Source: an optimization exercise on an open RTL-to-GDS flow (aim: small area, a short achievable clock period and few clock cycles per item). Production flows keep margins and buffers that such runs may drop.
At most, simulation tests tie the RTL to the original design; equivalence was not proved.
The RTL of runs 1 and 2 was laid out without a check of its function.
Power is estimated from default activity; no workload was simulated.

--- flow/constraint.sdc ---
create_clock -name core_clock -period 18.0 [get_ports {clk}]
set_input_delay 3.6000 -clock core_clock [delete_from_list [all_inputs] [get_ports {clk}]]
set_output_delay 3.6000 -clock core_clock [all_outputs]
set_load 0.01 [all_outputs]
--- flow/standard.sh ---
#!/bin/bash
# synth_recipe.tcl (not shown) runs the flow's synth.tcl, then flattens the netlist and writes it again
# the make line also repeats each setting of config.mk as NAME=value (left out here)
make -C /OpenROAD-flow-scripts/flow DESIGN_CONFIG=/design/flow/config.mk WORK_HOME=/design/flow/orfs CLKGATE_MAP_FILE= SYNTH_SCRIPT=/design/flow/synth_recipe.tcl "${@:-finish}"
--- flow/flow/run.sh ---
#!/bin/bash
# The standard layout (standard.sh: ORFS synthesis through finish), with
# two changes:
#  - the input and output ports get sky130_fd_sc_hd__buf_2 port buffers in
#    place of the cell buffer_ports picks by default;
#  - ORFS's timing repair (after floorplan, CTS and global routing) aims for
#    a setup slack of SETUP_SLACK_MARGIN ns below, not 0: the constraints and
#    clock period stay the design's, the repair only works harder.
# make's full output goes to std_flow.log here; ORFS keeps each step's log
# under orfs/logs.
set -euo pipefail
MARGIN=12
bash standard.sh "SETUP_SLACK_MARGIN=$MARGIN" \
    "BUFFER_PORTS_ARGS=-buffer_cell sky130_fd_sc_hd__buf_2" finish > std_flow.log 2>&1
--- flow/design.v ---
module pfx_add #(parameter N = 8, parameter KIND = 1) (
    input  wire [N-1:0] x,
    input  wire [N-1:0] y,
    input  wire         ci,
    output wire [N-1:0] s,
    output wire         co
);
    localparam LG = $clog2(N);
    reg [N-1:0] g, p;
    integer l, i, j;
    always @(*) begin
        g = x & y;
        p = x ^ y;
        if (KIND == 0) begin
            for (i = 1; i < N; i = i + 1) begin
                g[i] = g[i] | p[i] & g[i-1];
                p[i] = p[i] & p[i-1];
            end
        end else if (KIND == 1) begin
            for (l = 0; l < LG; l = l + 1)
                for (i = 0; i < N; i = i + 1)
                    if (((i + 1) % (2 << l)) == 0) begin
                        j = i - (1 << l);
                        g[i] = g[i] | p[i] & g[j];
                        p[i] = p[i] & p[j];
                    end
            for (l = LG - 2; l >= 0; l = l - 1)
                for (i = 0; i < N; i = i + 1)
                    if (i >= (2 << l) && ((i + 1) % (2 << l)) == (1 << l)) begin
                        j = i - (1 << l);
                        g[i] = g[i] | p[i] & g[j];
                        p[i] = p[i] & p[j];
                    end
        end else begin
            for (l = 0; l < LG; l = l + 1)
                for (i = 0; i < N; i = i + 1)
                    if ((i >> l) & 1) begin
                        j = ((i >> l) << l) - 1;
                        g[i] = g[i] | p[i] & g[j];
                        p[i] = p[i] & p[j];
                    end
        end
    end
    wire [N:0] c = {g | p & {N{ci}}, ci};
    assign s  = x ^ y ^ c[N-1:0];
    assign co = c[N];
endmodule
module pfx_inc #(parameter N = 8) (
    input  wire [N-1:0] x,
    input  wire         ci,
    output wire [N-1:0] s,
    output wire         co
);
    localparam LG = $clog2(N);
    reg [N-1:0] p;
    integer l, i;
    always @(*) begin
        p = x;
        for (l = 0; l < LG; l = l + 1)
            for (i = N - 1; i >= 0; i = i - 1)
                if ((i >> l) & 1)
                    p[i] = p[i] & p[((i >> l) << l) - 1];
    end
    wire [N:0] c = {p & {N{ci}}, ci};
    assign s  = x ^ c[N-1:0];
    assign co = c[N];
endmodule
module lzc64 (
    input  wire [63:0] v,
    output wire [5:0]  n,
    output wire        z
);
    reg [7*64-1:0]   zz;
    reg [7*64*6-1:0] cc;
    integer k, i;
    always @(*) begin
        zz = 0;
        cc = 0;
        for (i = 0; i < 64; i = i + 1)
            zz[i] = ~v[i];
        for (k = 1; k <= 6; k = k + 1)
            for (i = 0; i < (64 >> k); i = i + 1) begin
                zz[k*64+i] = zz[(k-1)*64+2*i+1] & zz[(k-1)*64+2*i];
                if (zz[(k-1)*64+2*i+1])
                    cc[(k*64+i)*6 +: 6] = cc[((k-1)*64+2*i)*6 +: 6] | (6'd1 << (k - 1));
                else
                    cc[(k*64+i)*6 +: 6] = cc[((k-1)*64+2*i+1)*6 +: 6];
            end
    end
    assign n = cc[(6*64)*6 +: 6];
    assign z = zz[6*64];
endmodule
module w40_s1 #(parameter CK = 1) (
    input  wire        is_int,
    input  wire [63:0] a,
    input  wire [63:0] b,
    output wire [30:0] m_a,      
    output wire [30:0] m_b,      
    output wire        x34,      
    output wire        y34,
    output wire        a_big,    
    output wire [31:0] hs,       
    output wire [2:0]  hcy       
);
    wire        sa = a[39];
    wire        sb = b[39];
    wire [8:0]  ea = a[38:30];
    wire [8:0]  eb = b[38:30];
    wire [29:0] fa = a[29:0];
    wire [29:0] fb = b[29:0];
    wire a_max = &ea;
    wire b_max = &eb;
    wire a_fz  = ~|fa;
    wire b_fz  = ~|fb;
    wire a_nan = a_max & ~a_fz;
    wire b_nan = b_max & ~b_fz;
    wire a_inf = a_max & a_fz;
    wire b_inf = b_max & b_fz;
    wire sp    = a_max | b_max;
    wire nan   = a_nan | b_nan | (a_inf & b_inf & (sa ^ sb));
    wire of_op = a_inf | b_inf;
    wire a_ez = ~|ea;
    wire b_ez = ~|eb;
    wire [8:0] xa = {ea[8:1], ea[0] | a_ez};
    wire [8:0] xb = {eb[8:1], eb[0] | b_ez};
    wire ge;
    pfx_add #(.N(39), .KIND(CK)) u_cmp (
        .x(a[38:0]), .y(~b[38:0]), .ci(1'b1), .s(), .co(ge));
    wire eq  = &(a[38:0] ~^ b[38:0]);
    wire sub = sa ^ sb;
    assign a_big = is_int | ge;
    wire z   = eq & (sub | a_ez & a_fz);
    wire s_l = ge ? sa : sb;
    wire sgn = sp ? (a_inf ? sa : sb) : z ? (sa & sb) : s_l;
    wire [8:0] x_l = ge ? xa : xb;
    wire [8:0] dab, dba;
    pfx_add #(.N(9), .KIND(2)) u_dab (.x(xa), .y(~xb), .ci(1'b1), .s(dab), .co());
    pfx_add #(.N(9), .KIND(2)) u_dba (.x(xb), .y(~xa), .ci(1'b1), .s(dba), .co());
    wire [8:0] dd  = ge ? dab : dba;
    wire       big = |dd[8:6];
    assign m_a = {is_int ? a[30] : ~a_ez, fa};
    assign m_b = {is_int ? b[30] : ~b_ez, fb};
    assign x34 = is_int & a[31];
    assign y34 = is_int & b[31];
    wire [7:0] h0, h1, h2, h3;
    wire [2:0] hc;
    pfx_add #(.N(8), .KIND(2)) u_h0 (.x(a[39:32]), .y(b[39:32]), .ci(1'b0), .s(h0), .co(hc[0]));
    pfx_add #(.N(8), .KIND(2)) u_h1 (.x(a[47:40]), .y(b[47:40]), .ci(1'b0), .s(h1), .co(hc[1]));
    pfx_add #(.N(8), .KIND(2)) u_h2 (.x(a[55:48]), .y(b[55:48]), .ci(1'b0), .s(h2), .co(hc[2]));
    pfx_add #(.N(8), .KIND(2)) u_h3 (.x(a[63:56]), .y(b[63:56]), .ci(1'b0), .s(h3), .co());
    assign hcy = hc & {3{is_int}};
    assign hs = is_int ? {h3, h2, h1, h0}
                       : {11'd0, of_op, nan, sp, sgn, x_l, sub, big, dd[5:0]};
endmodule
module w40_s2 #(parameter AK = 1) (
    input  wire        is_int,
    input  wire [30:0] m_a,
    input  wire [30:0] m_b,
    input  wire        x34,
    input  wire        y34,
    input  wire        a_big,
    input  wire [31:0] hs,
    input  wire [2:0]  hcy,
    output wire [66:0] sum
);
    wire [5:0] d   = hs[5:0] & {6{~is_int}};
    wire       big = hs[6] & ~is_int;
    wire       sub = hs[7] & ~is_int;
    wire [30:0] m_l = a_big ? m_a : m_b;
    wire [30:0] m_s = a_big ? m_b : m_a;
    reg  [30:0] lost;
    integer j;
    always @(*)
        for (j = 0; j < 31; j = j + 1)
            lost[j] = big | (d >= j + 3);
    wire        sticky = |(m_s & lost);
    wire [33:0] shr    = big ? 34'd0 : ({m_s, 3'b000} >> d);
    wire [33:0] s_al   = {shr[33:1], sticky};
    wire c35;
    pfx_add #(.N(35), .KIND(AK)) u_add (
        .x({x34, m_l, 3'b000}), .y({y34, s_al ^ {34{sub}}}), .ci(sub),
        .s(sum[34:0]), .co(c35));
    wire ci0 = c35;
    wire ci1 = hcy[0] | ci0 & (&hs[7:0]);
    wire ci2 = hcy[1] | ci1 & (&hs[15:8]);
    wire ci3 = hcy[2] | ci2 & (&hs[23:16]);
    pfx_inc #(.N(8)) u_i0 (.x(hs[7:0]),   .ci(ci0), .s(sum[42:35]), .co());
    pfx_inc #(.N(8)) u_i1 (.x(hs[15:8]),  .ci(ci1), .s(sum[50:43]), .co());
    pfx_inc #(.N(8)) u_i2 (.x(hs[23:16]), .ci(ci2), .s(sum[58:51]), .co());
    pfx_inc #(.N(8)) u_i3 (.x(hs[31:24]), .ci(ci3), .s(sum[66:59]), .co());
endmodule
module w40_s3 (
    input  wire        is_int,
    input  wire [66:0] sum,
    output wire [63:0] res,      
    output wire        inf,      
    output wire [1:0]  flags
);
    wire        sub   = sum[42];
    wire [8:0]  x_l   = sum[51:43];
    wire        sgn   = sum[52];
    wire        sp    = sum[53];
    wire        nan   = sum[54];
    wire        of_op = sum[55];
    wire [34:0] raw   = {sum[34] ^ sub, sum[33:0]};
    wire [7:0] xh, xo;
    genvar k;
    generate
        for (k = 0; k < 8; k = k + 1) begin : g_dec
            assign xh[k] = (x_l[5:3] == k);
            assign xo[k] = (x_l[2:0] == k);
        end
    endgenerate
    wire       x_lo = ~|x_l[8:6];
    reg [34:0] stop;
    integer j;
    always @(*)
        for (j = 0; j < 35; j = j + 1)
            stop[j] = x_lo & xh[(34 - j) >> 3] & xo[(34 - j) & 7];
    wire [5:0]  s;
    lzc64 u_lzc (.v({raw | stop, 1'b1, 28'd0}), .n(s), .z());
    wire [34:0] t5 = s[5] ? {raw[2:0], 32'd0} : raw;
    wire [34:0] t4 = s[4] ? {t5[18:0], 16'd0} : t5;
    wire [34:0] t3 = s[3] ? {t4[26:0], 8'd0}  : t4;
    wire [34:0] t2 = s[2] ? {t3[30:0], 4'd0}  : t3;
    wire [34:0] t1 = s[1] ? {t2[32:0], 2'd0}  : t2;
    wire [34:0] sh = s[0] ? {t1[33:0], 1'd0}  : t1;
    wire [9:0]  e_n  = {1'b0, x_l} + 10'd1 - {4'd0, s};
    wire [9:0]  e_n1 = {1'b0, x_l} + 10'd2 - {4'd0, s};
    wire [30:0] mant   = sh[34:4];
    wire        rnd_up = sh[3] & (|sh[2:0] | mant[0]);
    wire [30:0] mant_r;
    wire        c_r;
    pfx_inc #(.N(31)) u_rnd (.x(mant), .ci(rnd_up), .s(mant_r), .co(c_r));
    wire        c_r_q  = rnd_up & (&mant);
    wire        hid    = mant[30] | rnd_up & (&mant[29:0]);
    wire [9:0]  e_f    = c_r_q ? e_n1 : e_n;
    wire        ovf     = c_r_q ? (e_n1[9] | (&e_n1[8:0])) : (e_n[9] | (&e_n[8:0]));
    wire [8:0]  e_field = hid ? e_f[8:0] : 9'd0;
    assign res   = is_int ? sum[66:3] : {24'd0, sgn & ~nan, e_field, mant_r[29:0]};
    assign inf   = ~is_int & (sp | ovf);
    assign flags = is_int ? 2'b00 : {nan, of_op | (~sp & ovf)};
endmodule
module red_combine (
    input  wire        clk,
    input  wire        rst,
    input  wire        in_valid,
    input  wire        in_int,
    input  wire [63:0] in_a,
    input  wire [63:0] in_b,
    output reg         out_valid,
    output wire [63:0] out_sum,
    output reg  [1:0]  out_flags
);
    wire [30:0] m_a, m_b;
    wire        x34, y34, a_big;
    wire [2:0]  hcy;
    wire [31:0] hs;
    w40_s1 u_s1 (
        .is_int(in_int), .a(in_a), .b(in_b), .m_a(m_a), .m_b(m_b),
        .x34(x34), .y34(y34), .a_big(a_big), .hs(hs), .hcy(hcy)
    );
    reg        v1, int1, x34_1, y34_1, a_big1;
    reg [2:0]  hcy1;
    reg [30:0] m_a1, m_b1;
    reg [31:0] hs1;
    always @(posedge clk) begin
        if (rst) v1 <= 1'b0;
        else     v1 <= in_valid;
        int1   <= in_int;
        m_a1   <= m_a;
        m_b1   <= m_b;
        x34_1  <= x34;
        y34_1  <= y34;
        a_big1 <= a_big;
        hs1    <= hs;
        hcy1   <= hcy;
    end
    wire [66:0] sum;
    w40_s2 u_s2 (
        .is_int(int1), .m_a(m_a1), .m_b(m_b1), .x34(x34_1), .y34(y34_1),
        .a_big(a_big1), .hs(hs1), .hcy(hcy1), .sum(sum)
    );
    reg        v2, int2;
    reg [66:0] sum2;
    always @(posedge clk) begin
        if (rst) v2 <= 1'b0;
        else     v2 <= v1;
        int2 <= int1;
        sum2 <= sum;
    end
    wire [63:0] res;
    wire        inf;
    wire [1:0]  flg;
    w40_s3 u_s3 (
        .is_int(int2), .sum(sum2), .res(res), .inf(inf), .flags(flg)
    );
    reg [63:0] res3;
    reg        inf3;
    always @(posedge clk) begin
        if (rst) out_valid <= 1'b0;
        else     out_valid <= v2;
        res3      <= res;
        inf3      <= inf;
        out_flags <= flg;
    end
    assign out_sum = {res3[63:39], res3[38:30] | {9{inf3}},
                      inf3 ? out_flags[1] : res3[29], res3[28:0] & {29{~inf3}}};
endmodule
--- flow/config.mk ---
export PLATFORM = sky130hd
export DESIGN_NAME = red_combine
export DESIGN_NICKNAME = red_combine
export VERILOG_FILES = /design/flow/design.v
export SDC_FILE = /design/flow/constraint.sdc
export NUM_CORES = 4
export LEC_CHECK = 0
export CAP_MARGIN = 20
export CORE_MARGIN = 2
export CORE_UTILIZATION = 40
export SLEW_MARGIN = 20
==> impl.org, run 1 <==
** Global routing
- For this run the aggregate overflow at the end of global routing stands at 0.
- Entering global routing, the biggest net connects slightly below 80 pins.
- Total routing resource utilization after global routing :: roughly 27%
- Number of antenna violations at the first check in global routing :: 1
- First-pass GRT wire length :: between 100,000 and 150,000 um
- Via count of the first global-routing pass :: about 18k

** Setup path
- Maximum single-stage delay on the critical path :: around 0.35 ns
- Critical-path cell list :: buf_12 > inv_12 > ha_4 > a21o_1 > a21o_1 > a21o_1 > a21o_1 > a21o_1 > a21o_1 > a211o_4 > a21oi_4 > mux2_4 > a211o_1 > o21ai_1 > xnor2_1 > o31ai_1
- Critical Path RT :: about 18 ns
- Nature of the critical path startpoint :: input port
- Maximum fanout encountered on the critical timing path :: 7
- The slowest stage of the critical path is the a211o_4 cell.
- Endpoint of the most critical setup path :: hs1[6]
- Startpoint of the worst setup timing path :: in_b[1]
- The startpoint identified for the worst register-to-register timing path is a_big1.
- End of the worst register-to-register path :: sum2[30]
- Nature of the critical path endpoint :: flop
- Crit-path most repeated cell :: a21o_1
- Critical path arrival :: 6.58 ns
- Number of cell instances on the worst register-to-register path :: 24
- The setup path with the least slack is of type in -> reg.
- Setup slack on the worst reg-to-reg path comes out at 12.08 ns.

** Die
- The core region is 47,650 um2.
- Die X :: ~220 um
- Placement row count :: 80
- The die covers 49,950 um2.
- For this configuration, the core starts out at a cell density of 40.44%.
- The die is between 200 and 250 um tall.
- 199 I/O pins were placed.

** Status
- Status :: finished clean

** Pwr
- In this run the static leakage power is 9.573 nW.
- Total power after layout :: 3.410 mW
- Power spread over the standard cell area amounts to 154.1 nW/um2.
- The worst-case IR drop observed on VDD is 0.00007313 V.

** Routing
- The detailed router placed roughly 19k vias in this run.
- Remaining antenna violation count :: 0
- Using the TritonRoute via totals, the vias-per-cell ratio works out to around 6.0.
- In the routed design, unresolved DRC markers number 0.
- The pre-antenna-repair detailed-routing pass consisted of 8 iterations.
- Routed wire length per instance :: 22.59 um
- Violation count after the first detailed-routing iteration :: 1,791
- Total Wirelength :: around 70,000 um

** Logic synthesis
- Of all flip-flops after synthesis, the portion carrying an async set or reset was 0%.
- Avg Inst Size Synth :: 8.148 um2
- Number of enable-type register cells in the synthesized netlist :: 0
- Predominant post-synthesis flop cell :: dfxtp_1
- Share of synthesized area occupied by flip-flops and latches :: around a quarter
- Counting distinct cell types in the post-synthesis netlist gives 106.
- Yosys printed 10 warnings.
- The number of nets handed over by synthesis was roughly 2.6k.
- Total standard cell area after synthesis :: between 15,000 and 20,000 um2
- In this run, synthesis produced a sequential element count of between 200 and 250.
- Cells after synthesis :: about 2.4k

** Clock tree
- Buffers inserted to repair hold after CTS numbered 0.
- The cell sitting at the root of the clock tree is a clkbuf_16.
- Counting the buffers created by CTS gives 28.
- Worst-Skew Late Latency :: ~0.59 ns
- For this design, the sink count on the clock tree is roughly 240.
- In this run the deepest clock path goes through 3 buffers.
- Clock slew seen by the registers of the worst setup and hold paths :: about 0.060 ns
- Maximum level of the CTS H-tree :: 1
- TritonCTS built the clock tree.

** STA
- On the final layout, the worst clock skew is 0.03903 ns.
- Pins over their slew limit :: 0
- In the finished design, the share of the clock period the worst path needs comes to between 30 and 40%.
- Slew of the pin with the lowest slew margin :: between 0.9 and 1 ns
- The clock period could shrink to between 6 and 7 ns.
- Achievable frequency :: ~160 MHz
- Total negative slack for setup checks :: 0 ns
- Setup repair after global routing could not meet its margin everywhere.
- The final hold violation count was 0.
- Setup violations remaining at the end of the flow were counted as 0.
- Normalized max-slew margin :: 35.80%

** Cells and area
- Layout cell share with drive strength beyond 1 :: between 10% and 20%
- The sequential cells in the finished layout cover a total of roughly 4800 um2.
- Synth-to-layout area growth :: 14.81%
- Fin nets :: ~2.8k
- Cells fill 46.43% of the core in the end.
- Summing all multi-input logic gate instances after layout gives 13,720 um2.
- Count of fill cells added during filler insertion :: around 4.7k

** Run
- Across the run, the number of max-cap violations was 0.

** Place
- IO Port Bufs :: 198
- Gp weighted congestion :: around 1
- The wire-length estimate of the detail-placed layout is roughly 54,000 um.

** Min path
- Worst min-delay path category :: reg -> reg
==> final cells by class <==
cell class / instances / share of cell area [%]
Tap cell: 615 / 3.478
Clock inverter: 17 / 1.058
Clock buffer: 35 / 3.467
Antenna cell: 1 / 0.01131
Inverter: 107 / 1.895
Multi-Input combinational cell: 1859 / 62.03
Sequential cell: 239 / 21.65
Timing Repair Buffer: 242 / 6.402
==> power breakdown <==
part | leakage [nW] | internal, mW | switching, mW
Sequential | 2.01 | 0.663 | 0.206
Combinational | 7.07 | 0.758 | 1.17
Clock | 0.491 | 0.365 | 0.246
Total | 9.57 | 1.79 | 1.62
==> worst max-delay path, delay by kind of cell <==
family | cells | cell delay [ns]
AOI/OAI and AO/OA | 11 | 2.11
xor gates and xnor gates | 1 | 0.16
adders and majority gates | 1 | 0.23
buffers and inverters | 2 | 0.12
muxes | 1 | 0.35
==> through the flow <==
stage / setup WS, ns / std cells / area (um2) / hold WS, ns
3_3_place_gp: 10.73 / 3044 / 20550 / 0.4197
2_1_floorplan: 11.65 / 2365 / 19340 / 0.3525
3_5_place_dp: 10.67 / 3044 / 20550 / 0.4199
4_1_cts: 11.82 / 3106 / 21860 / 0.4347
5_1_grt: 11.73 / 3115 / 22120 / 0.4403
6_report: 11.84 / 3115 / 22120 / 0.4338
==> placed cells by master, fill, tap and decap left out, types with 17 or more instances in the layout <==
cell type	instances
a211oi_1	24
ha_1	120
a21oi_1	144
nand4_1	47
o211ai_1	21
and2_1	37
xor2_1	60
buf_2	195
o22ai_1	17
nor2_1	182
mux2_2	60
nand3_1	40
nor3_1	40
mux2i_1	74
nand2_1	194
a31oi_1	32
o21ai_0	105
xnor2_1	97
buf_4	38
dfxtp_1	236
o21ai_1	21
inv_1	96
nor2b_1	49
nor4_1	35
clkbuf_16	29
a21o_1	78
==> Yosys cell counts (21+ instances only) <==
cell      number  area (um2)
mux2_2        61       686.9
clkbuf_1      93       349.1
nor2_1       185       694.4
dfxtp_1      239        4785
o211ai_1      21       157.7
nand2_1      200       750.7
a21o_1        78       585.6
nor4_1        37       231.5
a21oi_1      152       760.7
a211oi_1      25       187.7
xor2_1        60       525.5
nor2b_1       51       319.1
buf_2         23       115.1
nand4_1       47       294.0
o21ai_0      109       545.5
xnor2_1       97       849.6
nor3_1        46       230.2
mux2i_1       84       840.8
nand3_1       40       200.2
buf_4         31       232.7
ha_1         133        1664
a31oi_1       34       212.7
and2_1        38       237.7
inv_1        101       379.1
==> how the worst min path moves through the flow <==
stage	start	to	cells after the start
after floorplan	int1	int2	0
after global placement	sum2[65]	res3[62]	1
after detailed placement	sum2[63]	res3[60]	1
after CTS	sum2[63]	res3[60]	1
after global routing	sum2[63]	res3[60]	1
final	sum2[63]	res3[60]	1
==> routing by layer <==
layer	GRT usage (%)	routed length (um)	vias to the layer above
li1	-	-	8821
met1	35.23	29770	8946
met2	45.33	32590	796
met3	4.346	4857	201
met4	11.33	3152	0
met5	0	0	-
==> cells by family after synthesis <==
group,count (synthesis),share of synthesized area (%)
and+or+nand+nor,747,19.45
muxes,158,9.363
AOI/OAI and AO/OA,649,23.02
buffers and inverters,268,6.103
adders and majority gates,147,10.09
DFF,239,24.83
xor gates and xnor gates,157,7.136
==> sequential cells by signal, summed over array words and instances, names as in the netlist, 2 cells and up <==
| name | cells |
|---|---|
| m_b1 | 31 |
| hcy1 | 3 |
| res3 | 64 |
| out_flags | 2 |
| m_a1 | 31 |
| sum2 | 67 |
| hs1 | 32 |
==> what timing repair did <==
item                       in CTS  in global routing
setup buffers                   9                  7
cloned                          1                  1
setup endpoints to repair      67                 56
gates resized for setup        52                 40
pin swaps                      13                 12
==> inputs of run 2 (changes only) <==
--- a/flow/config.mk
+++ b/flow/config.mk
@@ -5,6 +5,7 @@
 export SDC_FILE = /design/flow/constraint.sdc
 export NUM_CORES = 4
 export LEC_CHECK = 0
+export ABC_AREA = 1
 export CAP_MARGIN = 20
 export CORE_MARGIN = 2
 export CORE_UTILIZATION = 40
==> run 2 against run 1 <==
Effect of this change:
- still clean
- sequential share of layout area rose by 0.97 points
- critical path depth rose by 1
- hold slack got worse by 0.045 ns
- global-route usage fell by 1.6 points
- combinational power fell by 9.8%
- total power fell by 8.4%
- clock skew rose by 0.0014 ns
- setup slack improved by 0.38 ns
- synthesized cell count rose by 22%
- core utilization fell by 0.65 points
- flip-flop and latch count did not move
- fmax rose by 6.5%
- critical endpoint unchanged
==> impl.org, run 2 <==
** Min path
- The number of cells on the worst hold path came to 2 (was 1).
- The startpoint of the tightest hold check path is sum2[57] (was sum2[63]).
- The path type of the worst min-delay path is reg -> reg (unchanged).
- The endpoint of the worst hold-timing path was res3[54] (was res3[60]).

** Clock tree
- The buffer levels on the longest clock path was 3 (unchanged).
- Maximum level of the CTS H-tree :: 1 (unchanged)
- The clock-pin slew reported for the worst setup and hold paths after clock tree synthesis is 0.06 ns (about the same).
- Worst-Skew Late Latency :: 0.61 ns (was 0.59 ns)
- The number of buffers added by the clock tree synthesis step came to 29 (was 28).
- Clock tree from TritonCTS :: yes (unchanged)
- Clock sink total :: 239 (unchanged)
- Clock Root Buffer :: clkbuf_16 (unchanged)

** Logic synthesis
- Compound-gate portion of the synthesized area :: 12.88% (was 23.02%)
- Synth Area in Adders :: 10.43% (was 10.09%)
- The sequential-to-total area share from yosys stat was 25.65% (was 24.83%).
- Fraction of synthesis flops using an asynchronous set or reset pin :: 0% (unchanged)
- Top area cells in the synthesized netlist :: dfxtp_1 (26%), nand2_1 (16%), ha_1 (8.9%), inv_1 (7.2%), nand3_1 (6.8%) (was dfxtp_1 (25%), ha_1 (8.6%), xnor2_1 (4.4%), mux2i_1 (4.4%), a21oi_1 (3.9%))
- The number of cells produced by synthesis came to 2,879 (was 2,365).
- The xor/xnor share of the synthesized area was 5.541% (was 7.136%).
- The post-synthesis share of cell area spent on and, or, nand and nor gates came to 34.07% (was 19.45%).
- The number of enable-type register cells in the synthesized netlist is 0 (unchanged).
- The area share of the largest cell type after synthesis is 25.65% (was 24.83%).
- The most used standard cell by instance count after synthesis is nand2_1 (was dfxtp_1).
- Yosys warning total :: 10 (unchanged)
- Largest family of logic cells by synthesized area :: simple AND/OR/NAND/NOR gates (was compound AO/OA/AOI/OAI gates)
- The cell area after synthesis was 18,650 um2 (was 19,270 um2).
- Distinct cells, synth :: 62 (was 106)
- The proportion of synthesized area in mux cells came to 0.2751% (was 9.363%).
- Number of storage elements in the synthesis netlist :: 239 (unchanged)
- The predominant post-synthesis flop cell was dfxtp_1 (unchanged).
- Leading post-synthesis cells by instance count :: nand2_1 (787), inv_1 (357), nand3_1 (255) (was dfxtp_1 (239), nand2_1 (200), nor2_1 (185))
- Avg Inst Size Synth :: 6.478 um2 (was 8.148 um2)
- The largest area contributor in the netlist is dfxtp_1 (unchanged).
- The net count of the mapped netlist is 3,158 (was 2,644).

** Setup path
- Nature of the critical path startpoint :: input port (unchanged)
- Maximum fanout encountered on the critical timing path :: 7 (unchanged)
- Number of cell instances on the worst register-to-register path :: 30 (was 24)
- The classification of the worst setup path was in -> reg (unchanged).
- The register-to-register setup slack was 12.42 ns (was 12.08 ns).
- The arrival time reported for the critical path endpoint came to 6.21 ns (was 6.58 ns).
- End of the worst register-to-register path :: sum2[60] (was sum2[30])
- FF-to-FF Start :: hs1[4] (was a_big1)
- Nature of the critical path endpoint :: flop (unchanged)
- Critical Path RT :: 18.42 ns (was 18.41 ns)

** Cells and area
- Fin nets :: 3,298 (was 2,756)
- The leading cell type in the layout, fill and taps excluded is nand2_1 (was dfxtp_1).
- Sequential standard cell area :: 4792 um2 (was 4791 um2)
- The fraction of final layout cells sized beyond drive strength 1 was 14.04% (was 19.25%).
- Largest registers :: sum2: 67 flops, res3: 64 flops, hs1: 32 flops (unchanged)
- The register containing the most flip-flops in the final layout is sum2 (unchanged).
- The count of fill cells added during filler insertion was 4,932 (was 4,669).
- Max FFs per register :: 67 (unchanged)
- The number of antenna diodes is 0 (was 1).
- Area of combinational cells with multiple inputs :: 11,940 um2 (was 13,720 um2)
- The synthesis-to-layout area growth came to 13.55% (was 14.81%).
- Commonest cells after routing, fill and taps aside :: nand2_1 (785), inv_1 (356), nand3_1 (255), dfxtp_1 (235), nor2_1 (200) (was dfxtp_1 (236), buf_2 (195), nand2_1 (194), nor2_1 (182), a21oi_1 (144))

** STA
- RSZ-0062 raised after global routing :: false (was true)
- The number of pins exceeding their max-slew limit in the final report came to 0 (unchanged).
- The transition time at the pin with the least slew margin was 0.8597 ns (was 0.9619 ns).
- The final count of negative-setup-slack endpoints came to 0 (unchanged).
- Normalized max-slew margin :: 42.16% (was 35.80%)
- The post-route minimum period is 5.788 ns (was 6.163 ns).
- Final hold viol count :: 0 (unchanged)
- The share of the cycle needed by the critical path after routing came to 32.16% (was 34.24%).
- Worst clock skew :: 0.04046 ns (was 0.03903 ns)
- The worst hold margin came to 0.3887 ns (was 0.4338 ns).
- The setup TNS came to 0 ns (unchanged).
- Achievable frequency :: 172.8 MHz (was 162.3 MHz)

** Pwr
- Logic pwr share :: 55.8% (was 56.6%)
- The proportion of power drawn by flip-flops and latches was 24.5% (was 25.5%).
- The power density over the cells came to 147.4 nW/um2 (was 154.1 nW/um2).
- Net Switching :: 1.509 mW (was 1.625 mW)
- Proportion of power drawn by the clock network :: 19.8% (was 17.9%)
- Switching Fraction :: 48.34% (was 47.65%)
- Internal power of the cells :: 1.613 mW (was 1.785 mW)
- IR Drop Worst-Case VDD :: 0.00009653 V (was 0.00007313 V)
- Static power due to leakage :: 10.83 nW (was 9.573 nW)

** Run
- The number of max-capacitance violations reported is 0 (unchanged).

** Routing
- The total number of vias is 18.84k (was 18.76k).
- Violation count after the first detailed-routing iteration :: 1,154 (was 1,791)
- The routed length per instance came to 17.43 um (was 22.59 um).
- The via density per instance is 5.164 (was 6.024).
- Number of detailed-route iterations in the first pass :: 6 (was 8)
- Remaining antenna violation count :: 0 (unchanged)
- The final routed wirelength across all metal layers came to 63,600 um (was 70,370 um).
- Number of DRC violations after detailed routing :: 0 (unchanged)

** Die
- Placement row count :: 79 (was 80)
- The vertical extent of the die came to 219.9 um (was 223.5 um).
- Area of the core :: 46,260 um2 (was 47,650 um2)
- I/O Pins :: 199 (unchanged)
- Die X :: 219.9 um (was 223.5 um)
- The starting density of the core was 40.32% (was 40.44%).
- Die Footprint :: 48,370 um2 (was 49,950 um2)

** Global routing
- The initial antenna violation count is 0 (was 1).
- The maximum number of pins on one net before global-route repair came to 53 (was 77).
- The number of global-route vias before repair is 17.74k (was 18.27k).
- The sum of overflow across all layers after global routing was 0 (unchanged).
- The all-layer global routing usage was 25.71% (was 27.30%).
- The first-pass GRT wire length is 96,730 um (was 107,200 um).

** Status
- Status: finished clean (unchanged).

** Place
- Half-perimeter wire length of the detailed placement result :: 52,640 um (was 54,170 um)
- The final weighted congestion of routability-driven global placement is 0.9744 (was 0.9937).
- IO Port Bufs :: 198 (unchanged)
==> run 2: changes by cell type in the layout (fill, tap and decap cells not counted), moves of 49 or more <==
cell and change:
mux2_2 -59, xnor2_1 -59, mux2i_1 -70, o21ai_0 +61, nand3_1 +215, inv_1 +260, a21o_1 -75, nor2b_1 -49
nand2_1 +591
==> run 2: area by class of cell <==
cell class	count	area share, %
multi-input combinational	2143	56.37
sequential	239	22.63
inverter	379	6.788
timing repair buffer	227	5.831
clock buffer	38	3.775
tap	607	3.586
clock inverter	15	1.022
==> run 2: timing repair <==
item                                    in CTS  in global routing
gates resized for setup                     18                 54
gates cloned                                 0                  1
hold buffers                                 0                  0
pin swaps                                    1                  3
setup buffers                                5                  7
endpoints found under the setup margin      32                 30
==> run 2: power groups by stage <==
stage	sequential (mW)	combinational, mW	clock, mW
global route	0.775	1.96	0.653
detailed placement	0.774	1.71	0
finish	0.764	1.74	0.617
floorplan	0.718	1.30	0
global placement	0.775	1.70	0
CTS	0.763	1.72	0.630
==> run 2: per-stage QoR <==
step                power [mW]  setup slack, ns  cell area (um2)  util [%]  std cells
floorplan                2.020            12.05            18650         -       2879
global placement         2.473            10.42            19880     42.97       3582
detailed placement       2.484            10.47            19880     42.97       3582
CTS                      3.115            12.00            20980     45.35       3640
global route             3.387            11.99            21180     45.78       3648
finish                   3.122            12.21            21180     45.78       3648
==> run 2: kinds of logic after synthesis <==
kind of cell / after synthesis
AO/OA/AOI/OAI: 434
XOR/XNOR: 118
adder cells (fa/ha/maj): 147
buffers and inverters: 498
flip-flops: 239
multiplexers: 5
AND/OR/NAND/NOR: 1438
==> run 2: worst max-delay path by stage <==
stage / start / endpoint / slack (ns) / depth (start not counted)
2_1_floorplan: in_a[31] / hs1[6] / 12.05 / 14
3_3_place_gp: in_a[37] / hs1[6] / 10.42 / 16
3_5_place_dp: in_a[37] / hs1[6] / 10.47 / 16
4_1_cts: in_a[31] / hs1[6] / 12.00 / 15
5_1_grt: hs1[1] / sum2[60] / 11.99 / 37
6_report: in_a[31] / hs1[6] / 12.21 / 17
==> run 2: critical path, stage by stage <==
cell and delay (ns):
buf_2 0.13, inv_1 0.07, ha_2 0.39, nand4_1 0.16
nor3_2 0.26, nor4b_4 0.28, nand2_1 0.15, a21o_4 0.25
nand2_4 0.10, buf_4 0.13, nor2_1 0.04, nor2_1 0.10
inv_1 0.08, nand2_1 0.06, o211ai_1 0.11, o21ai_0 0.17
a32oi_1 0.11
==> run 2: layer usage <==
| metal | routed length [um] | GRT usage, % | up-vias |
|---|---|---|---|
| li1 | - | - | 9561 |
| met1 | 28770 | 32.88 | 8652 |
| met2 | 29950 | 45.18 | 497 |
| met3 | 2408 | 2.167 | 130 |
| met4 | 2477 | 8.926 | 0 |
| met5 | 0 | 0 | - |
==> inputs of run 3 (changes only) <==
--- a/flow/design.v
+++ b/flow/design.v
@@ -5,7 +5,15 @@
     output wire [N-1:0] s,
     output wire         co
 );
-    localparam LG = $clog2(N);
+    function integer lg2(input integer n);
+        integer k;
+        begin
+            lg2 = 0;
+            for (k = 1; k < n; k = k * 2)
+                lg2 = lg2 + 1;
+        end
+    endfunction
+    localparam LG = lg2(N);
     reg [N-1:0] g, p;
     integer l, i, j;
     always @(*) begin
@@ -51,7 +59,15 @@
     output wire [N-1:0] s,
     output wire         co
 );
-    localparam LG = $clog2(N);
+    function integer lg2(input integer n);
+        integer k;
+        begin
+            lg2 = 0;
+            for (k = 1; k < n; k = k * 2)
+                lg2 = lg2 + 1;
+        end
+    endfunction
+    localparam LG = lg2(N);
     reg [N-1:0] p;
     integer l, i;
     always @(*) begin
--- a/flow/config.mk
+++ b/flow/config.mk
@@ -9,4 +9,5 @@
 export CAP_MARGIN = 20
 export CORE_MARGIN = 2
 export CORE_UTILIZATION = 40
+export CTS_BUF_LIST = sky130_fd_sc_hd__clkbuf_4 sky130_fd_sc_hd__clkbuf_8
 export SLEW_MARGIN = 20
==> run 3 against run 2 <==
Effect of this change:
- die area stayed put
- highest routed layer unchanged
- total power is 3.2% lower
- synthesized cell count stayed put
- routed wire length is 0.28% lower
==> impl.org, run 3 <==
** Status
- Status :: finished clean (unchanged)

** Min path
- The path type of the worst min-delay path is reg -> reg (unchanged).
- The startpoint of the tightest hold check path is sum2[61] (was sum2[57]).
- The number of cells on the worst hold path came to 2 (unchanged).
- The endpoint of the worst hold-timing path was res3[58] (was res3[54]).

** Logic synthesis
- Distinct cells, synth :: 62 (unchanged)
- The area share of the largest cell type after synthesis is 25.65% (unchanged).
- The post-synthesis sequential element count was 239 (unchanged).
- The async set-reset flop share out of synthesis is 0% (unchanged).
- Yosys warning total :: 10 (unchanged)
- Largest area contributor in the netlist :: dfxtp_1 (unchanged)
- The sequential-to-total area share from yosys stat is 25.65% (unchanged).
- Avg Inst Size Synth :: 6.478 um2 (unchanged)
- Leading post-synthesis cells by instance count: nand2_1 (787), inv_1 (357), nand3_1 (255) (unchanged).
- Top area cells in the synthesized netlist :: dfxtp_1 (26%), nand2_1 (16%), ha_1 (8.9%), inv_1 (7.2%), nand3_1 (6.8%) (unchanged)
- The number of enable-type register cells in the synthesized netlist is 0 (unchanged).
- Predominant post-synthesis flop cell :: dfxtp_1 (unchanged)
- The number of cells produced by synthesis is 2,879 (unchanged).
- The net count of the mapped netlist came to 3,158 (unchanged).
- Count leader, synth :: nand2_1 (unchanged)
- The cell area after synthesis is 18,650 um2 (unchanged).

** Setup path
- Maximum single-stage delay on the critical path :: 0.40 ns (was 0.39 ns)
- The reg-to-reg critical path endpoint is sum2[60] (unchanged).
- Critical-path cell list :: buf_2 > inv_1 > ha_1 > a21oi_1 > nor2_1 > a211oi_1 > a21oi_1 > nor3_2 > nand2_4 > buf_4 > buf_4 > nor2_1 > nor3_1 > nor3_1 > a32oi_1 (was buf_2 > inv_1 > ha_2 > nand4_1 > nor3_2 > nor4b_4 > nand2_1 > a21o_4 > nand2_4 > buf_4 > nor2_1 > nor2_1 > inv_1 > nand2_1 > o211ai_1 > o21ai_0 > a32oi_1)
- The endpoint type of the worst setup path is a flop (unchanged).
- The arrival time reported for the critical path endpoint came to 6.27 ns (was 6.21 ns).
- Count of buffering cells on the critical path with inverters included :: 4 (unchanged)
- FF-to-FF Start :: a_big1 (was hs1[4])
- Number of cell instances on the worst register-to-register path :: 33 (was 30)
- Family with the most delay on the worst path :: simple AND/OR/NAND/NOR gates (unchanged)
- Maximum fanout encountered on the critical timing path :: 7 (unchanged)
- The classification of the worst setup path is in -> reg (unchanged).
- The startpoint type of the worst setup path is an input port (unchanged).
- Internal reg-to-reg setup slack :: 12.37 ns (was 12.42 ns)
- The library cell contributing the largest single delay on the critical path is ha_1 (was ha_2).
- The required time reported for the critical path endpoint was 18.46 ns (was 18.42 ns).

** Pwr
- Logic pwr share :: 57.5% (was 55.8%)
- Static power due to leakage :: 10.79 nW (was 10.83 nW)
- IR Drop Worst-Case VDD :: 0.0001175 V (was 0.00009653 V)
- Internal power of the cells :: 1.536 mW (was 1.613 mW)
- Proportion of power drawn by the clock network :: 17.2% (was 19.8%)
- Portion of total power attributed to sequential cells :: 25.3% (was 24.5%)
- The power density over the cells was 144.0 nW/um2 (was 147.4 nW/um2).
- The net switching power of the design is 1.486 mW (was 1.509 mW).
- The fraction of power spent switching nets came to 49.18% (was 48.34%).

** Global routing
- Final global-route overflow total :: 0 (unchanged)
- The all-layer global routing usage was 25.82% (was 25.71%).
- Largest net degree at the start of global routing :: 53 (unchanged)
- First-pass GRT wire length :: 96,480 um (was 96,730 um)
- Via count of the first global-routing pass :: 17.73k (was 17.74k)
- The initial antenna violation count was 0 (unchanged).

** Routing
- The total number of vias came to 18.87k (was 18.84k).
- Violation count after the first detailed-routing iteration :: 1,064 (was 1,154)
- Routed wire length per instance :: 17.32 um (was 17.43 um)
- Remaining antenna violation count :: 0 (unchanged)
- Routed via count divided by cell count :: 5.153 (was 5.164)
- The remaining design rule violation count is 0 (unchanged).
- Number of detailed-route iterations in the first pass :: 7 (was 6)
- Total Wirelength :: 63,430 um (was 63,600 um)

** Cells and area
- The net count of the finished layout is 3,309 (was 3,298).
- The fraction of final layout cells sized beyond drive strength 1 was 14.40% (was 14.04%).
- Register ranked first by flip-flop count :: sum2 (unchanged)
- The synthesis-to-layout area growth was 12.51% (was 13.55%).
- The leading cell type in the layout, fill and taps excluded is nand2_1 (unchanged).
- Largest registers: sum2: 67 flops, res3: 64 flops, hs1: 32 flops (unchanged).
- Max FFs per register :: 67 (unchanged)
- Commonest cells after routing, fill and taps aside: nand2_1 (785), inv_1 (356), nand3_1 (255), dfxtp_1 (235), nor2_1 (201) (was nand2_1 (785), inv_1 (356), nand3_1 (255), dfxtp_1 (235), nor2_1 (200)).
- Diodes inserted :: 0 (unchanged)

** Clock tree
- The CTS tree was yes (unchanged).
- The clock tree root buffer cell is clkbuf_8 (was clkbuf_16).
- The H-tree depth reported by CTS came to 2 (was 1).
- The buffer levels on the longest clock path is 3 (unchanged).
- The number of buffers added by the clock tree synthesis step is 42 (was 29).
- The insertion delay of the later-clocked pin in the worst-skew pair came to 0.62 ns (was 0.61 ns).
- Clock sink total :: 239 (unchanged)
- The number of buffers added to fix hold violations after cts is 0 (unchanged).
- Clock slew seen by the registers of the worst setup and hold paths :: 0.06 ns (about the same)

** Place
- The placed wire-length estimate came to 52,640 um (unchanged).
- Post-place setup slack :: 10.47 ns (unchanged)
- The final weighted congestion of routability-driven global placement was 0.9744 (unchanged).
- IO Port Bufs :: 198 (unchanged)

** STA
- RSZ-0062 raised after global routing: true (was false).
- Total negative slack for setup checks :: 0 ns (unchanged)
- The final worst clock skew is 0.03595 ns (was 0.04046 ns).
- The least setup slack across all paths after layout was 12.20 ns (was 12.21 ns).
- Total setup violations reported at the end of the flow :: 0 (unchanged)
- The number of pins exceeding their max-slew limit in the final report is 0 (unchanged).
- The maximum clock rate came to 172.3 MHz (was 172.8 MHz).
- Normalized max-slew margin :: 39.82% (was 42.16%)
- The share of the cycle needed by the critical path after routing is 32.25% (was 32.16%).
- Final hold viol count :: 0 (unchanged)
- The transition time at the pin with the least slew margin is 0.8944 ns (was 0.8597 ns).
- The post-route minimum period is 5.805 ns (was 5.788 ns).

** Die
- I/O Pins :: 199 (unchanged)
- The starting density of the core was 40.32% (unchanged).
- The core area came to 46,260 um2 (unchanged).
- The cell row count came to 79 (unchanged).
- The die boundary width was 219.9 um (unchanged).
- Die Footprint :: 48,370 um2 (unchanged)
- The vertical extent of the die came to 219.9 um (unchanged).

** Run
- Number of maximum-capacitance violations :: 0 (unchanged)
-- run 3: cell types whose count changed in the layout (fill, tap and decap cells not counted), sizes merged --
cell,delta
clkinv,-1
bufinv,-3
clkinvlp,-3
clkbuf,+25
buf,-2
inv,-2
-- run 3: timing repair --
item | 4_1_cts | 5_1_grt
resized for setup | 17 | 46
pin swaps | 1 | 2
setup endpoints to repair | 34 | 34
cloned | 0 | 1
setup buffers | 5 | 5
-- run 3: layout make-up --
type / instances / area, um2
timing repair buffer: 225 / 1215
tap: 607 / 759.5
clock buffer: 63 / 798.3
fill: 4929 / 25280
sequential: 239 / 4795
multi-input combinational: 2143 / 11910
clock inverter: 6 / 73.82
inverter: 379 / 1438
-- run 3: tightest hold or removal path: cells and delay by family (launching register included) --
family	cells	cell delay (ns)
and+or+nand+nor	1	0.04
DFF	1	0.30
buffers and inverters	1	0.04
-- run 3: worst max path at each step --
stage / start / end / slack [ns] / cells past startpoint
6_report: in_a[35] / hs1[6] / 12.20 / 15
5_1_grt: a_big1 / sum2[60] / 11.94 / 35
4_1_cts: in_a[37] / hs1[6] / 11.99 / 17
3_5_place_dp: in_a[37] / hs1[6] / 10.47 / 16
3_3_place_gp: in_a[37] / hs1[6] / 10.42 / 16
2_1_floorplan: in_a[31] / hs1[6] / 12.05 / 14
-- run 3: stage by stage --
stage                     cell area (um2)  util [%]  hold WS [ns]  total power [mW]  std cells
after global placement              19880     42.97        0.3913             2.473       3582
after floorplan                     18650         -        0.3258             2.020       2879
after CTS                           20830     45.03        0.4049             3.022       3656
final                               20980     45.36        0.4073             3.022       3662
after global routing                20980     45.36        0.4267             3.290       3662
after detailed placement            19880     42.97        0.4010             2.484       3582
-- run 3: power by group through the flow --
stage,Combinational (mW),Sequential (mW),Clock (mW)
floorplan,1.30,0.718,0
global placement,1.70,0.775,0
detailed placement,1.71,0.774,0
CTS,1.72,0.763,0.537
global route,1.96,0.775,0.557
finish,1.74,0.764,0.521
-- run 3: cells by family after synthesis --
kind of cell,count (synthesis),synth area share [%]
buf+inv,498,11.15
xor+xnor,118,5.541
flops,239,25.65
simple gates,1438,34.07
fa+ha+maj,147,10.43
compound gates,434,12.88
mux,5,0.2751
-- run 3: per-layer routing --
layer	share of wire, %	GRT usage (%)
met5	0	0
met3	4.0	2.650
met4	3.5	9.217
met1	45	32.65
met2	48	45.36
Testbench counts of run 3, summed over its fixed seeds: cycles 24,024, items 24,000.
==> inputs of run 4 (changes only) <==
--- a/flow/flow/run.sh
+++ b/flow/flow/run.sh
@@ -9,6 +9,6 @@
 # make's full output goes to std_flow.log here; ORFS keeps each step's log
 # under orfs/logs.
 set -euo pipefail
-MARGIN=12
+MARGIN=12.5
 bash standard.sh "SETUP_SLACK_MARGIN=$MARGIN" \
     "BUFFER_PORTS_ARGS=-buffer_cell sky130_fd_sc_hd__buf_2" finish > std_flow.log 2>&1
--- a/flow/config.mk
+++ b/flow/config.mk
@@ -9,5 +9,4 @@
 export CAP_MARGIN = 20
 export CORE_MARGIN = 2
 export CORE_UTILIZATION = 40
-export CTS_BUF_LIST = sky130_fd_sc_hd__clkbuf_4 sky130_fd_sc_hd__clkbuf_8
 export SLEW_MARGIN = 20
==> run 4 against run 3 <==
Effect of this change:
- still clean on timing, DRC and antenna
- sequential power about the same
- non-clock buffer count grew 49
- flip-flop and latch count unchanged
- clock skew up 0.0050 ns
- combinational power is 5% higher
- via count up 2.6%
- hold slack lost 0.026 ns
- register-to-register slack better by 0.38 ns
- clock power up 6.5%
- critical endpoint unchanged
- largest power group unchanged
==> impl.org, run 4 <==
** Status
- Status :: finished clean (unchanged)

** STA
- The transition time at the pin with the least slew margin was 0.9558 ns (was 0.8944 ns).
- The final count of negative-setup-slack endpoints was 0 (unchanged).
- Worst clock skew :: 0.04099 ns (was 0.03595 ns)
- The relative max-transition margin was 35.69% (was 39.82%).
- The final hold violation count was 0 (unchanged).
- Ratio of final minimum period to clock period :: 31.00% (was 32.25%)
- Worst setup margin :: 12.42 ns (was 12.20 ns)
- Final critical-path required period :: 5.580 ns (was 5.805 ns)
- Pins over their slew limit :: 0 (unchanged)
- RSZ-0062 raised after global routing :: true (unchanged)
- Total negative slack for setup checks :: 0 ns (unchanged)
- The maximum clock rate is 179.2 MHz (was 172.3 MHz).

** Place
- The final weighted congestion of routability-driven global placement came to 0.9711 (was 0.9744).
- Half-perimeter wire length of the detailed placement result :: 53,390 um (was 52,640 um)
- IO Port Bufs :: 198 (unchanged)
- Post-place setup slack :: 10.64 ns (was 10.47 ns)

** Routing
- The first-pass iteration count of the detailed router was 5 (was 7).
- Violation count after the first detailed-routing iteration :: 1,288 (was 1,064)
- Routed wire length per instance :: 18.16 um (was 17.32 um)
- Total Wirelength :: 67,120 um (was 63,430 um)
- Remaining antenna violation count :: 0 (unchanged)
- Number of DRC violations after detailed routing :: 0 (unchanged)
- Vias :: 19.37k (was 18.87k)
- Routed via count divided by cell count :: 5.239 (was 5.153)

** Die
- Area of the core :: 46,260 um2 (unchanged)
- The cell row count came to 79 (unchanged).
- Die Height :: 219.9 um (unchanged)
- The starting density of the core came to 40.32% (unchanged).
- Die Footprint :: 48,370 um2 (unchanged)
- The die boundary width is 219.9 um (unchanged).
- The count of boundary I/O pins was 199 (unchanged).

** Logic synthesis
- The post-synthesis sequential element count is 239 (unchanged).
- The most used standard cell by instance count after synthesis is nand2_1 (unchanged).
- The mean area per synthesized cell is 6.478 um2 (unchanged).
- Cells after synthesis :: 2,879 (unchanged)
- Post-Synth XOR/XNOR Area :: 5.541% (unchanged)
- Leading post-synthesis cells by instance count: nand2_1 (787), inv_1 (357), nand3_1 (255) (unchanged).
- The area share of the largest cell type after synthesis was 25.65% (unchanged).
- Synth Area in Adders :: 10.43% (unchanged)
- Yosys warning total :: 10 (unchanged)
- Multiplexer area fraction after synthesis :: 0.2751% (unchanged)
- The predominant post-synthesis flop cell is dfxtp_1 (unchanged).
- Largest family of logic cells by synthesized area :: simple AND/OR/NAND/NOR gates (unchanged)
- The largest area contributor in the netlist was dfxtp_1 (unchanged).
- Post-synthesis net count :: 3,158 (unchanged)
- The number of enable-type register cells in the synthesized netlist came to 0 (unchanged).
- Fraction of synthesis flops using an asynchronous set or reset pin :: 0% (unchanged)
- Top area cells in the synthesized netlist: dfxtp_1 (26%), nand2_1 (16%), ha_1 (8.9%), inv_1 (7.2%), nand3_1 (6.8%) (unchanged).
- The number of distinct library cells after synthesis was 62 (unchanged).
- Compound-gate portion of the synthesized area :: 12.88% (unchanged)
- The cell area after synthesis came to 18,650 um2 (unchanged).
- Share of synthesized cell area in and, or, nand and nor gates :: 34.07% (unchanged)
- The sequential-to-total area share from yosys stat came to 25.65% (unchanged).

** Global routing
- The initial antenna violation count is 0 (unchanged).
- Final global-route overflow total :: 0 (unchanged)
- Via count of the first global-routing pass :: 18.17k (was 17.73k)
- The first-pass GRT wire length came to 99,680 um (was 96,480 um).
- Largest net degree at the start of global routing :: 54 (was 53)
- The all-layer global routing usage is 26.43% (was 25.82%).

** Setup path
- Nature of the critical path startpoint :: input port (unchanged)
- The maximum fanout encountered on the critical timing path is 5 (was 7).
- Critical Path RT :: 18.41 ns (was 18.46 ns)
- The classification of the worst setup path is in -> reg (unchanged).
- The arrival time reported for the critical path endpoint was 5.99 ns (was 6.27 ns).
- Nature of the critical path endpoint :: flop (unchanged)

** Min path
- The path type of the worst min-delay path is reg -> reg (unchanged).

** Pwr
- The share of power burned in combinational logic came to 58.0% (was 57.5%).
- Proportion of power drawn by the clock network :: 17.6% (was 17.2%)
- Portion of total power attributed to sequential cells :: 24.4% (was 25.3%)
- The internal power component came to 1.606 mW (was 1.536 mW).
- IR Drop Worst-Case VDD :: 0.0001098 V (was 0.0001175 V)
- The net switching power of the design is 1.539 mW (was 1.486 mW).
- Switching Fraction :: 48.94% (was 49.18%)
- The static power due to leakage is 11.24 nW (was 10.79 nW).
- The power density over the cells was 140.8 nW/um2 (was 144.0 nW/um2).

** Cells and area
- Sequential standard cell area :: 4803 um2 (was 4795 um2)
- The number of antenna diodes is 0 (unchanged).
- Synth-to-layout area growth :: 19.76% (was 12.51%)
- Register ranked first by flip-flop count :: sum2 (unchanged)
- The leading cell type in the layout, fill and taps excluded is nand2_1 (unchanged).
- The fraction of final layout cells sized beyond drive strength 1 came to 18.94% (was 14.40%).
- The combined area of the multi-input logic cells is 12,540 um2 (was 11,910 um2).
- Largest registers :: sum2: 67 flops, res3: 64 flops, hs1: 32 flops (unchanged)
- The number of flip-flops in the largest register was 67 (unchanged).
- Commonest cells after routing, fill and taps aside :: nand2_1 (771), inv_1 (331), nand3_1 (253), dfxtp_1 (230), nor2_1 (191) (was nand2_1 (785), inv_1 (356), nand3_1 (255), dfxtp_1 (235), nor2_1 (201))
- Count of fill cells added during filler insertion :: 4,820 (was 4,929)
- The net count of the finished layout came to 3,347 (was 3,309).
- Share of the core filled with cells in the final layout :: 48.29% (was 45.36%)

** Clock tree
- Clock sink total :: 239 (unchanged)
- Clock Root Buffer :: clkbuf_16 (was clkbuf_8)
- The clock-pin slew reported for the worst setup and hold paths after clock tree synthesis was 0.06 ns (about the same).
- The CTS tree was yes (unchanged).
- The insertion delay of the later-clocked pin in the worst-skew pair was 0.57 ns (was 0.62 ns).
- Maximum level of the CTS H-tree :: 1 (was 2)
- Clock buffers created by TritonCTS :: 27 (was 42)
- The buffer levels on the longest clock path came to 3 (unchanged).

** Run
- Number of maximum-capacitance violations :: 0 (unchanged)
## run 4: cell counts after synthesis
Identical to the previous run, type by type.
## run 4: per-layer routing
layer / GRT usage [%] / wire, um / vias to the layer above
met5: 0 / 0 / -
met4: 9.955 / 2759 / 0
met3: 2.333 / 2748 / 137
met2: 46.51 / 32430 / 545
met1: 33.38 / 29180 / 9005
li1: - / - / 9678
## run 4: path summary, 6_finish.rpt
check	to	cells past startpoint	slack [ns]	start
worst max-delay path	hs1[6]	18	12.42	in_a[37]
worst min-delay path	res3[55]	2	0.38	sum2[58]
worst max register to register	sum2[60]	28	12.75	hs1[5]
worst min register to register	res3[55]	2	0.38	sum2[58]
## run 4: power by group through the flow
stage	clock [mW]	sequential, mW	combinational (mW)
2_1_floorplan	0	0.718	1.31
3_3_place_gp	0	0.776	1.70
3_5_place_dp	0	0.774	1.71
4_1_cts	0.568	0.764	1.74
5_1_grt	0.590	0.777	2.05
6_report	0.555	0.766	1.82
## run 4: kinds of logic after synthesis
kind of cell,Yosys count
simple gates,1438
buf+inv,498
xor+xnor,118
fa+ha+maj,147
flops,239
compound gates,434
mux,5
## run 4: timing repair
item                       in CTS  in global routing
setup endpoints to repair      63                 47
hold buffers                    0                  0
pin swaps                      12                 54
buffers inserted                7                 47
gates cloned                    3                  7
gates resized for setup        92                192
## run 4: metrics by stage
stage | power, mW | hold slack (ns) | instance area (um2) | cells
after detailed placement | 2.485 | 0.3991 | 19970 | 3582
after CTS | 3.072 | 0.3747 | 21300 | 3642
after global routing | 3.413 | 0.4053 | 22340 | 3696
final | 3.145 | 0.3814 | 22340 | 3696
after floorplan | 2.025 | 0.3258 | 18790 | 2879
after global placement | 2.471 | 0.3972 | 19970 | 3582
## run 4: area by class of cell
type                    instances  area share (%)
well taps                     607           3.400
multi-input cells            2146           56.16
flip-flops and latches        239           21.50
clock buffers                  32           3.288
clock inverters                18          0.8178
inverters                     379           6.739
repair inverters                1         0.03361
repair buffers                274           8.061
## run 4: critical path: stages
cell and delay (ns):
buf_4 0.14, nor4_4 0.32, nand4_1 0.19, inv_2 0.13
nor2_4 0.06, inv_2 0.08, ha_4 0.21, nand2_4 0.07
nand2_4 0.06, a21oi_4 0.17, inv_2 0.07, a21oi_4 0.19
o221ai_2 0.12, nand2_1 0.07, nand2_1 0.06, xor2_1 0.14
nor3_1 0.19, a32oi_1 0.12
==> inputs of run 5 (changes only) <==
--- a/flow/flow/run.sh
+++ b/flow/flow/run.sh
@@ -9,6 +9,6 @@
 # make's full output goes to std_flow.log here; ORFS keeps each step's log
 # under orfs/logs.
 set -euo pipefail
-MARGIN=12.5
+MARGIN=11.5
 bash standard.sh "SETUP_SLACK_MARGIN=$MARGIN" \
     "BUFFER_PORTS_ARGS=-buffer_cell sky130_fd_sc_hd__buf_2" finish > std_flow.log 2>&1
==> run 5 against run 4 <==
Effect of this change:
- cell area shrank 6.1%
- hold slack gained 0.0066 ns
- first-iteration DRC count is 10% lower
- clock skew hardly changed
- final cell count down 1.5%
- core utilization down 3.0 points
- via count down 3.4%
==> impl.org, run 5 <==
** Die
- Die X :: 219.9 um (unchanged)
- Initial core utilization :: 40.32% (unchanged)
- I/O Pins :: 199 (unchanged)
- Die Height :: 219.9 um (unchanged)
- The die area is 48,370 um2 (unchanged).
- The core area was 46,260 um2 (unchanged).
- The cell row count came to 79 (unchanged).

** STA
- Slew of the pin with the lowest slew margin :: 0.9121 ns (was 0.9558 ns)
- Final hold viol count :: 0 (unchanged)
- The final worst clock skew was 0.04077 ns (was 0.04099 ns).
- Ratio of final minimum period to clock period :: 34.52% (was 31.00%)
- Normalized max-slew margin :: 38.64% (was 35.69%)
- The setup TNS came to 0 ns (unchanged).
- The post-route minimum period came to 6.214 ns (was 5.580 ns).
- Total setup violations reported at the end of the flow :: 0 (unchanged)
- The maximum clock rate came to 160.9 MHz (was 179.2 MHz).
- Pins over their slew limit :: 0 (unchanged)
- RSZ-0062 raised after global routing: true (unchanged).

** Logic synthesis
- The compound-cell area share of the yosys netlist came to 12.88% (unchanged).
- Distinct cells, synth :: 62 (unchanged)
- Predominant post-synthesis flop cell :: dfxtp_1 (unchanged)
- Share of synthesized area occupied by flip-flops and latches :: 25.65% (unchanged)
- Fraction of synthesis flops using an asynchronous set or reset pin :: 0% (unchanged)
- Yosys warning total :: 10 (unchanged)
- The area share of the largest cell type after synthesis was 25.65% (unchanged).
- The dominant combinational cell family by area after synthesis is simple AND/OR/NAND/NOR gates (unchanged).
- Post-synthesis net count :: 3,158 (unchanged)
- The cell area after synthesis is 18,650 um2 (unchanged).
- Cells after synthesis :: 2,879 (unchanged)
- The number of enable-type register cells in the synthesized netlist was 0 (unchanged).
- The most used standard cell by instance count after synthesis is nand2_1 (unchanged).
- Multiplexer area fraction after synthesis :: 0.2751% (unchanged)
- Share of synthesized cell area in and, or, nand and nor gates :: 34.07% (unchanged)
- The xor/xnor share of the synthesized area came to 5.541% (unchanged).
- The largest area contributor in the netlist is dfxtp_1 (unchanged).
- The adder and majority gate portion of the synthesized area was 10.43% (unchanged).
- Number of storage elements in the synthesis netlist :: 239 (unchanged)
- Top area cells in the synthesized netlist: dfxtp_1 (26%), nand2_1 (16%), ha_1 (8.9%), inv_1 (7.2%), nand3_1 (6.8%) (unchanged).
- Avg Inst Size Synth :: 6.478 um2 (unchanged)
- Leading post-synthesis cells by instance count :: nand2_1 (787), inv_1 (357), nand3_1 (255) (unchanged)

** Setup path
- The reg-to-reg critical path endpoint is sum2[60] (unchanged).
- Internal reg-to-reg setup slack :: 11.79 ns (was 12.75 ns)
- Critical path arrival :: 6.70 ns (was 5.99 ns)
- The required time reported for the critical path endpoint was 18.49 ns (was 18.41 ns).
- The maximum fanout encountered on the critical timing path was 13 (was 5).
- Category of the most critical setup path :: reg -> reg (was in -> reg)
- The cell repeated most along the worst path is nand2_1 (was inv_2).
- The endpoint type of the worst setup path was a flop (unchanged).
- The cell count of the worst reg-to-reg path was 30 (was 28).
- The kind of cell with the highest combined delay on the critical path was simple AND/OR/NAND/NOR gates (unchanged).
- Count of buffering cells on the critical path with inverters included :: 3 (was 4)
- Slowest cell on the critical path :: nor2_1 (was nor4_4)
- The startpoint type of the worst setup path is a flop (was input port).
- FF-to-FF Start :: hs1[4] (was hs1[5])
- The highest cell delay on the worst timing path is 0.61 ns (was 0.32 ns).

** Cells and area
- Commonest cells after routing, fill and taps aside: nand2_1 (786), inv_1 (356), nand3_1 (255), dfxtp_1 (236), nor2_1 (207) (was nand2_1 (771), inv_1 (331), nand3_1 (253), dfxtp_1 (230), nor2_1 (191)).
- Max FFs per register :: 67 (unchanged)
- Largest registers: sum2: 67 flops, res3: 64 flops, hs1: 32 flops (unchanged).
- The final instance area came to 20,970 um2 (was 22,340 um2).
- The synthesis-to-layout area growth is 12.42% (was 19.76%).
- Most common cell after layout, fill and taps aside :: nand2_1 (unchanged)
- Diodes inserted :: 0 (unchanged)
- The register containing the most flip-flops in the final layout is sum2 (unchanged).
- Layout cell share with drive strength beyond 1 :: 12.99% (was 18.94%)
- The count of fill cells added during filler insertion came to 4,958 (was 4,820).
- The net count of the finished layout is 3,290 (was 3,347).

** Clock tree
- The CTS tree is yes (unchanged).
- Clock buffers created by TritonCTS :: 29 (was 27)
- Clock slew seen by the registers of the worst setup and hold paths :: 0.06 ns (about the same)
- The buffer levels on the longest clock path was 3 (unchanged).
- Cts-stage hold buffer count :: 0 (unchanged)
- Maximum level of the CTS H-tree :: 1 (unchanged)
- Worst-Skew Late Latency :: 0.61 ns (was 0.57 ns)
- The clock net sink count came to 239 (unchanged).
- Clock Root Buffer :: clkbuf_16 (unchanged)

** Routing
- Number of detailed-route iterations in the first pass :: 5 (unchanged)
- Remaining antenna violation count :: 0 (unchanged)
- Number of DRC violations after detailed routing :: 0 (unchanged)
- Routed via count divided by cell count :: 5.137 (was 5.239)
- The final routed wirelength across all metal layers came to 63,220 um (was 67,120 um).
- The number of violations reported at the end of detailed-routing iteration 0 is 1,158 (was 1,288).
- Routed wire length per instance :: 17.37 um (was 18.16 um)
- Vias :: 18.70k (was 19.37k)

** Min path
- The path type of the worst min-delay path was reg -> reg (unchanged).
- The number of cells on the worst hold path is 2 (unchanged).
- Hold path startpoint :: sum2[57] (was sum2[58])
- The endpoint of the worst hold-timing path was res3[54] (was res3[55]).

** Pwr
- The share of power burned in combinational logic was 55.6% (was 58.0%).
- The static power due to leakage is 10.75 nW (was 11.24 nW).
- The worst-case vdd ir drop is 0.00009652 V (was 0.0001098 V).
- Net Switching :: 1.501 mW (was 1.539 mW)
- Portion of total power attributed to sequential cells :: 24.5% (was 24.4%)
- The internal power component came to 1.607 mW (was 1.606 mW).
- Power per Cell Area :: 148.2 nW/um2 (was 140.8 nW/um2)
- The fraction of power spent switching nets was 48.30% (was 48.94%).
- Proportion of power drawn by the clock network :: 19.9% (was 17.6%)

** Global routing
- The maximum number of pins on one net before global-route repair came to 53 (was 54).
- Total routing resource utilization after global routing :: 25.71% (was 26.43%)
- Number of antenna violations at the first check in global routing :: 0 (unchanged)
- Final global-route overflow total :: 0 (unchanged)
- First-pass GRT wire length :: 96,720 um (was 99,680 um)
- Via count of the first global-routing pass :: 17.73k (was 18.17k)

** Place
- The standard cell area after detailed placement is 19,880 um2 (was 19,970 um2).
- Half-perimeter wire length of the detailed placement result :: 52,640 um (was 53,390 um)
- The final weighted congestion of routability-driven global placement came to 0.9744 (was 0.9711).
- IO Port Bufs :: 198 (unchanged)

** Run
- The number of max-capacitance violations reported came to 0 (unchanged).

** Status
- Status: finished clean (unchanged).
## run 5: cell counts after synthesis
Identical to the previous run, type by type.
## run 5: how the worst max path moves through the flow
stage	start	endpoint	slack, ns	cells past startpoint
floorplan	in_a[31]	hs1[6]	12.05	14
global placement	in_a[37]	hs1[6]	10.42	16
detailed placement	in_a[37]	hs1[6]	10.47	16
CTS	in_a[37]	hs1[6]	11.57	19
global route	a_big1	sum2[60]	11.45	32
finish	hs1[4]	sum2[60]	11.79	30
## run 5: cell type report
class,instances,area (um2),area share [%]
Multi-Input combinational cell,2142,11810,56.34
Sequential cell,239,4788,22.84
Inverter,379,1433,6.833
Timing Repair Buffer,219,1152,5.496
Clock buffer,38,799.5,3.813
Tap cell,607,759.5,3.622
Clock inverter,15,216.5,1.032
Timing Repair inverter,1,5.005,0.02387
## run 5: through the flow
stage,utilization [%],power [mW],cells,hold slack (ns),worst slack (ns)
floorplan,-,2.020,2879,0.3258,12.05
global placement,42.97,2.473,3582,0.3913,10.42
detailed placement,42.97,2.484,3582,0.4010,10.47
CTS,45.26,3.113,3639,0.3674,11.57
global route,45.33,3.376,3640,0.3982,11.45
finish,45.33,3.108,3640,0.3880,11.79
## run 5: logic make-up after synthesis
| family | after synthesis |
|---|---|
| simple gates | 1438 |
| buf+inv | 498 |
| compound gates | 434 |
| flops | 239 |
| fa+ha+maj | 147 |
| xor+xnor | 118 |
| mux | 5 |
## run 5: layer usage
layer | routed length (um) | vias up | track usage (%)
li1 | - | 9538 | -
met1 | 28660 | 8537 | 32.94
met2 | 29860 | 505 | 45.06
met3 | 2414 | 119 | 2.250
met4 | 2281 | 0 | 8.926
met5 | 0 | - | 0
## run 5: worst register-to-register path, delay by kind of cell (launching register included)
family	cells	cell delay, ns
simple gates	18	3.03
compound gates	5	0.89
buf+inv	3	0.82
fa+ha+maj	2	0.60
flops	1	0.49
xor+xnor	2	0.29
## run 5: what timing repair did
| action | in CTS | in global routing |
|---|---|---|
| setup buffers | 4 | 0 |
| setup endpoints to repair | 7 | 25 |
| gates cloned | 0 | 1 |
| gates resized for setup | 3 | 10 |
## run 5: power groups by stage
stage	Combinational (mW)	Clock, mW	Sequential (mW)
after floorplan	1.30	0	0.718
after global placement	1.70	0	0.775
after detailed placement	1.71	0	0.774
after CTS	1.72	0.630	0.762
after global routing	1.95	0.653	0.775
final	1.73	0.618	0.763

==> re-timing with driven ports <==
The flow's constraints put no driver on any port. The routed layouts listed below were extracted and timed again, unchanged, in two steps.
Step 1, drivers: a clkbuf_16 drives clk and a buf_2 each remaining input, both assumed.
Step 2 also shifts input and output timing later by t, the mid clock arrival at the registers, as if the neighbouring blocks saw the same clock.
Three values: ideal ports, drivers, drivers and shift; two values: the first two.
| run | shift t [ns] | setup WS [ns] | clock arrival spread, ns | worst register clock-pin slew, ns |
|---|---|---|---|---|
| run 1 | 0.630 | 11.837 / 11.832 / 11.202 | 0.040 / 0.040 | 0.07 / 0.07 |
| run 2 | 0.644 | 12.212 / 12.248 / 11.604 | 0.042 / 0.042 | 0.07 / 0.07 |
| run 3 | 0.661 | 12.195 / 12.225 / 11.564 | 0.037 / 0.037 | 0.07 / 0.07 |
| run 4 | 0.611 | 12.420 / 12.456 / 11.844 | 0.041 / 0.041 | 0.07 / 0.07 |
| run 5 | 0.643 | 11.786 / 11.786 / 11.202 | 0.041 / 0.041 | 0.07 / 0.07 |
After both steps setup and hold are still met in every run listed. The setup slack of run 1, which loses most, moves by -0.005 ns with the drivers and by -0.635 ns with both steps.
